Context: an optimization exercise on an open-source flow, tuned for small area. The choices shown serve that exercise and are no tape-out recipe.
The RTL was checked by simulation tests, not by an equivalence proof against the original design.

==> design.v <==
module mi_preset #(
    parameter integer SPAN = 46,
    parameter integer OSR  = 16
) (
    input  wire        clk,
    input  wire        rst,
    input  wire        en,
    input  wire        restart,      
    input  wire        tick,         
    input  wire        bit_in,       
    input  wire        bit_old,      
    input  wire [8:0]  nbits,        
    input  wire [8:0]  since_stuck,  
    output reg         valid,
    output reg  [31:0] word
);
    localparam integer FS = 24'h7FFFFF;
    reg [8:0]  ones;                 
    reg [7:0]  phase;
    reg        pend;
    reg        pend_ovr;
    reg        pend_settling;
    reg [4:0]  seq;
    function [23:0] scale(input [8:0] k);
        reg signed [40:0] num;
        reg        [40:0] mag;
        reg        [40:0] q;
        begin
            num = ($signed({32'd0, k}) * 2 - SPAN) * FS;
            mag = num[40] ? -num : num;
            q = (mag * 2 + SPAN) / (2 * SPAN);
            scale = num[40] ? -q[23:0] : q[23:0];
        end
    endfunction
    always @(posedge clk) begin
        if (rst || !en) begin
            ones  <= 9'd0;
            phase <= 8'd0;
            pend  <= 1'b0;
            pend_ovr <= 1'b0;
            pend_settling <= 1'b0;
            seq   <= 5'd0;
            valid <= 1'b0;
            word  <= 32'h0400_0000;   
        end else begin
            valid <= 1'b0;
            if (restart) begin
                ones  <= 9'd0;
                phase <= 8'd0;
                pend  <= 1'b0;
            end else begin
                if (tick) begin
                    ones <= ones + bit_in - bit_old;
                    if (phase == OSR - 1) begin
                        phase <= 8'd0;
                        pend <= 1'b1;
                        pend_settling <= (nbits < SPAN);
                        pend_ovr <= (since_stuck < SPAN);
                    end else begin
                        phase <= phase + 8'd1;
                    end
                end
                if (pend) begin
                    pend  <= 1'b0;
                    valid <= 1'b1;
                    seq   <= seq + 5'd1;
                    word  <= {seq + 5'd1, pend_settling, 1'b0, pend_ovr, scale(ones)};
                end
            end
        end
    end
endmodule
module mi_decim (
    input  wire        clk,
    input  wire        rst,
    input  wire        en,
    input  wire        align,
    input  wire        invert,
    input  wire        mod_tick,
    input  wire        mod_dat,
    input  wire [4:0]  guard_count,
    input  wire        guard_hi_en,
    input  wire        guard_lo_en,
    input  wire [23:0] guard_hi,
    input  wire [23:0] guard_lo,
    input  wire        ovr_clr,
    output wire        swift_valid,
    output wire [31:0] swift_word,
    output wire        control_valid,
    output wire [31:0] control_word,
    output wire        quiet_valid,
    output wire [31:0] quiet_word,
    output wire        record_valid,
    output wire [31:0] record_word,
    output reg         stat_ovr,
    output reg         ovr_sticky,
    output reg         guard_hi_live,
    output reg         guard_lo_live
);
    localparam integer LINE = 448;         
    reg          en_q;
    wire         restart = en && (align || !en_q);
    wire         tick = en && !restart && mod_tick;
    wire         b = mod_dat ^ invert;
    reg  [LINE-1:0] line;                  
    reg  [8:0]   nbits_q;
    reg          have_prev;
    reg          prev_dat;
    reg  [6:0]   run;
    reg  [8:0]   since_q;
    wire [8:0]   nbits = (nbits_q == 9'd511) ? nbits_q : nbits_q + 9'd1;
    wire [6:0]   run_n = (have_prev && mod_dat == prev_dat) ?
                         ((run == 7'd64) ? run : run + 7'd1) : 7'd1;
    wire         stuck = (run_n == 7'd64);
    wire [8:0]   since = stuck ? 9'd0 :
                         ((since_q == 9'd511) ? since_q : since_q + 9'd1);
    always @(posedge clk) begin
        if (rst) begin
            en_q       <= 1'b0;
            ovr_sticky <= 1'b0;
        end else begin
            en_q <= en;
            if (tick && stuck)
                ovr_sticky <= 1'b1;
            else if (ovr_clr)
                ovr_sticky <= 1'b0;
        end
    end
    always @(posedge clk) begin
        if (rst || !en || restart) begin
            line      <= {LINE{1'b0}};
            nbits_q   <= 9'd0;
            have_prev <= 1'b0;
            prev_dat  <= 1'b0;
            run       <= 7'd0;
            since_q   <= 9'd511;
            stat_ovr  <= 1'b0;
        end else if (tick) begin
            line      <= {line[LINE-2:0], b};
            nbits_q   <= nbits;
            have_prev <= 1'b1;
            prev_dat  <= mod_dat;
            run       <= run_n;
            since_q   <= since;
            stat_ovr  <= stuck;
        end
    end
    mi_preset #(.SPAN(46), .OSR(16)) u_swift (
        .clk(clk), .rst(rst), .en(en), .restart(restart), .tick(tick),
        .bit_in(b), .bit_old(line[45]), .nbits(nbits), .since_stuck(since),
        .valid(swift_valid), .word(swift_word));
    mi_preset #(.SPAN(114), .OSR(40)) u_control (
        .clk(clk), .rst(rst), .en(en), .restart(restart), .tick(tick),
        .bit_in(b), .bit_old(line[113]), .nbits(nbits), .since_stuck(since),
        .valid(control_valid), .word(control_word));
    mi_preset #(.SPAN(448), .OSR(160)) u_quiet (
        .clk(clk), .rst(rst), .en(en), .restart(restart), .tick(tick),
        .bit_in(b), .bit_old(line[447]), .nbits(nbits), .since_stuck(since),
        .valid(quiet_valid), .word(quiet_word));
    mi_preset #(.SPAN(62), .OSR(40)) u_record (
        .clk(clk), .rst(rst), .en(en), .restart(restart), .tick(tick),
        .bit_in(b), .bit_old(line[61]), .nbits(nbits), .since_stuck(since),
        .valid(record_valid), .word(record_word));
    wire signed [23:0] g_code = swift_word[23:0];
    wire [4:0]  g_n = (guard_count > 5'd16) ? 5'd16 : guard_count;
    reg  [4:0]  cnt_hi, cnt_lo;
    wire        g_settling = swift_word[26];
    wire        g_above = g_code > $signed(guard_hi);
    wire        g_below = g_code < $signed(guard_lo);
    wire [4:0]  cnt_hi_n = (guard_hi_en && g_above && cnt_hi != 5'd16) ? cnt_hi + 5'd1 :
                           (guard_hi_en && g_above) ? cnt_hi : 5'd0;
    wire [4:0]  cnt_lo_n = (guard_lo_en && g_below && cnt_lo != 5'd16) ? cnt_lo + 5'd1 :
                           (guard_lo_en && g_below) ? cnt_lo : 5'd0;
    always @(posedge clk) begin
        if (rst || !en) begin
            cnt_hi        <= 5'd0;
            cnt_lo        <= 5'd0;
            guard_hi_live <= 1'b0;
            guard_lo_live <= 1'b0;
        end else begin
            if (swift_valid) begin
                if (g_settling || g_n == 5'd0) begin
                    cnt_hi <= 5'd0;
                    cnt_lo <= 5'd0;
                end else begin
                    cnt_hi <= cnt_hi_n;
                    cnt_lo <= cnt_lo_n;
                    if (cnt_hi_n != 5'd0 && cnt_hi_n >= g_n)
                        guard_hi_live <= 1'b1;
                    if (cnt_lo_n != 5'd0 && cnt_lo_n >= g_n)
                        guard_lo_live <= 1'b1;
                end
                if (!g_settling && !g_above && !g_below) begin
                    guard_hi_live <= 1'b0;
                    guard_lo_live <= 1'b0;
                end
            end
        end
    end
endmodule
==> run.sh <==
#!/bin/bash
# synth_recipe.tcl (not shown) runs the flow's synth.tcl, then flattens the netlist and writes it again
# the make line also repeats each setting of config.mk as NAME=value (left out here)
make -C /OpenROAD-flow-scripts/flow DESIGN_CONFIG=/design/flow/config.mk WORK_HOME=/design/flow/orfs CLKGATE_MAP_FILE= SYNTH_SCRIPT=/design/flow/synth_recipe.tcl finish
==> config.mk <==
export PLATFORM = sky130hd
export DESIGN_NAME = mi_decim
export DESIGN_NICKNAME = mi_decim
export VERILOG_FILES = /design/flow/design.v
export SDC_FILE = /design/flow/constraint.sdc
export NUM_CORES = 4
export LEC_CHECK = 0
export ABC_CLOCK_PERIOD_IN_PS = 15000
export CAP_MARGIN = 20
export CORE_MARGIN = 2
export CORE_UTILIZATION = 40
export SLEW_MARGIN = 20
==> constraint.sdc <==
create_clock -name core_clock -period 40.0 [get_ports {clk}]
set_input_delay 8.0000 -clock core_clock [delete_from_list [all_inputs] [get_ports {clk}]]
set_output_delay 8.0000 -clock core_clock [all_outputs]
set_load 0.01 [all_outputs]
==> impl_results.md <==
- HPWL after DPL: 229.7 mm
- R2r endpoint: u_record.word[22]
- Fin worst setup slack: 2.286 ns
- Top cells by area, synth: dfxtp_1 15%, xnor2_1 6.7%, ha_1 5.8%
- Core box area: 0.2301 sq mm
- Worst reg-to-reg setup slack: 2.29 ns
- Drt initial violations: between 7000 and 8000
- Vias per inst: about 6.2
- Setup CP Type: reg -> reg
- First-pass DRT Iterations: 8
- Via count: just over 90000
- Routed length per placed instance: slightly above 20 um
- Worst-Margin Slew: approximately 1.1 ns
- Initial core utilization: 0.4024
- Hold depth: 2
- GPL Wtd Cong: 0.9546
- Synthesized instance count: 11590
- Die Span Y: 485.1 um
- WL final: 297.0 mm
- Remaining Overflow, GRT: 0
- Req. time, crit path: 40.59 ns
- Port-buffer cells: 194
- Grt met2 use: 0.3905
- Outcome: timing/DRC/antenna clean
- Fmax: roughly 0.027 GHz
- Hold EP: u_record.word[17]
- Sequential-to-total area share from yosys stat: 0.1509
- DR DRC count: 0
- Pre-CTS setup slack: -0.7369 ns
- Crit path DAT: between 30 and 40 ns
- Ys Warns: 5
- Clock sink count: 698
- Min-Delay Startpoint: u_record.word[17]
- Maximum clock path buffer count: 3
- Fin. Hold Viols: 0
- CP delay by family, top: compound AO/OA/AOI/OAI gates
- IO Count: 199
- Post-place instance area: 0.09635 sq mm
- Clock Skew: between 0.05 and 0.06 ns
- Count of state elements after synthesis: 698
- GR Util met3: 0.02695
- Global-route wire length before repair: 470.3 mm
- Max FO, Critical Path: 17
- Mapped cell area: 0.09259 sq mm
- CP Launch Type: flop
- Post-synth cell types: 220
- Max incr delay on CP: 0.65 ns
- Area share of the largest cell type after synthesis: 0.1509
- Ratio of cells with drive above 1 in the final layout: 0.1771
- Count leader, synth: nand2_1
- Crit path buffers/inverters: 4
- Clk latency of the worst-skew pair: 0.71 ns
- Setup TNS: 0 ns
- Number of global-route vias before repair: 85580
- Slew Limit Headroom: 0.2439
- Detail Route Antenna Nets: 0
- # rows: 176
- Met1 GRT Util: 0.3271
- Final Cell Area: 0.1003 sq mm
- Max_cap viols: 0
- Post-CTS Hold Buffers: 0
- FF-to-FF path depth: around 110
- Avg Cell Area, Syn: about 8 sq um
- Most frequent CP cell: nand2_1
- Final setup vio count: 0
- Number of CTS-inserted buffers: 80
- Type of the most critical hold path: reg -> reg
- Most common library cells after synthesis: 983 x nand2_1, 932 x nor2_1, 704 x xnor2_1
- Fin nets: 12170
- Area leader, netlist: dfxtp_1
- CP endpoint kind: flop
- CTS H-tree lvls: 3
- Final core occ: 0.4360
- Largest net degree at the start of global routing: 243
- R2r startpoint: u_record.ones[1]
- Gr usage total: 0.2383
- Area delta synth->final: 8.355%
- Clock slew at reported path FFs: 0.06 ns
- Main synth FF type: dfxtp_1
- Initial antenna violation count: 3
- Die width: 485.1 um
- CTS tree: done
- Minimum clock period: approximately 38 ns
- Root buffer cell: clkbuf_16
- Slew Limit Fails: 0
- Ys async rst share: 0
- Period utilization: 0.9429
- EDFF count, synth: 0
- Grt peak-use layer: met2
- Slowest-stage cell, CP: o41a_4
- Die area: 0.2354 sq mm
-- final cells by class --
class / count / area (sq um)
Multi-Input combinational cell: 9809 / 73790
Clock buffer: 99 / 2183
Clock inverter: 49 / 840.8
Timing Repair Buffer: 433 / 3801
Inverter: 517 / 1941
Sequential cell: 698 / 13980
Tap cell: 3026 / 3786
Antenna cell: 5 / 12.51
Fill cell: 22880 / 129800
-- cells by family (layout without fill, tap and decap cells) --
logic type	count (synthesis)	after routing	synth area share
AND/OR/NAND/NOR	4205	4205	0.2424
flip-flops	698	698	0.1509
AO/OA/AOI/OAI	3755	3757	0.3276
multiplexers	202	202	0.02392
buffers and inverters	1086	1098	0.06109
XOR/XNOR	1048	1048	0.1037
other	1	9	0.00004050
adder cells (fa/ha/maj)	593	593	0.09040
-- flip-flops by register name, summed over array words and instances, names as in the netlist, 7 cells and up --
name	count
u_swift.ones	9
u_control.word	26
u_quiet.ones	9
u_record.ones	9
u_control.phase	8
u_swift.word	26
u_swift.phase	8
since_q	9
u_quiet.phase	8
nbits_q	9
u_quiet.word	26
run	7
u_control.ones	9
u_record.word	26
line	448
u_record.phase	8
-- repair_timing --
item / 4_1_cts / 5_1_grt
endpoints found under the setup margin: 23 / 72
setup buffers: 1 / 24
endpoints found under the hold margin: 0 / 0
resized for setup: 4 / 108
pin swaps: 1 / 10
gates cloned: 0 / 2
-- layer usage --
metal,share of wire,vias up
li1,-,43780
met3,0.058,430
met2,0.46,2867
met1,0.46,44300
met4,0.027,0
met5,0,-
-- stage by stage --
stage,hold WS [ns],cells
2_1_floorplan,0.4137,11590
3_3_place_gp,0.4316,14460
3_5_place_dp,0.4423,14460
4_1_cts,0.4498,14600
5_1_grt,0.4678,14630
6_report,0.4461,14640
-- placed cells by master, fill, tap and decap left out, drive strengths merged, types with 170 or more instances in the layout --
| cell type | synthesis | final |
|---|---|---|
| o221a | 460 | 460 |
| nor2 | 962 | 962 |
| nand3 | 379 | 379 |
| a21oi | 733 | 733 |
| nand2 | 1006 | 1006 |
| buf | 159 | 240 |
| and2 | 197 | 197 |
| xnor2 | 729 | 729 |
| o21ai | 606 | 607 |
| inv | 517 | 523 |
| a211oi | 170 | 170 |
| nor3 | 369 | 369 |
| clkdlybuf4s50 | 0 | 193 |
| dfxtp | 698 | 698 |
| nor4 | 171 | 171 |
| xor2 | 312 | 312 |
| ha | 427 | 427 |
-- worst max-delay path by stage --
stage | start | end | slack (ns) | cells past startpoint
6_report | u_record.ones[1] | u_record.word[22] | 2.29 | 112
5_1_grt | u_swift.ones[1] | u_swift.word[18] | -0.02 | 126
4_1_cts | u_control.ones[0] | u_control.word[18] | 0.05 | 121
3_5_place_dp | u_record.ones[1] | u_record.word[22] | -0.74 | 111
3_3_place_gp | u_record.ones[0] | u_record.word[22] | -0.35 | 112
2_1_floorplan | u_control.ones[0] | u_control.word[16] | 6.82 | 135
-- tightest hold or removal path: cells and delay by family, from the launching register on --
| family | cells | cell delay (ns) |
|---|---|---|
| compound gates | 1 | 0.05 |
| flops | 1 | 0.31 |
| simple gates | 1 | 0.05 |

[static timing again, ports no longer ideal]
The results above use ideal ports. As a check the final layout listed here was re-extracted and re-timed, cells and wires unchanged.
Step 1: set_driving_cell puts a clkbuf_16 on clk and a buf_2 on each other input, an assumption about the parent block.
Step 2, shift: input delay + t, output delay - t, t = (earliest + latest rising clock arrival at the registers) / 2. This alone moves slack from input paths to output paths.
Three values: no drivers, after step 1, after step 2; two values: the first two.
shift t [ns]: 0.778
setup WS [ns]: 2.286 / 2.286 / 2.286
cell pins on the clock port's net: 1
After both steps this run still meets setup and hold. For this run, drivers alone change the setup slack by 0.000 ns; drivers and shift together by 0.000 ns.
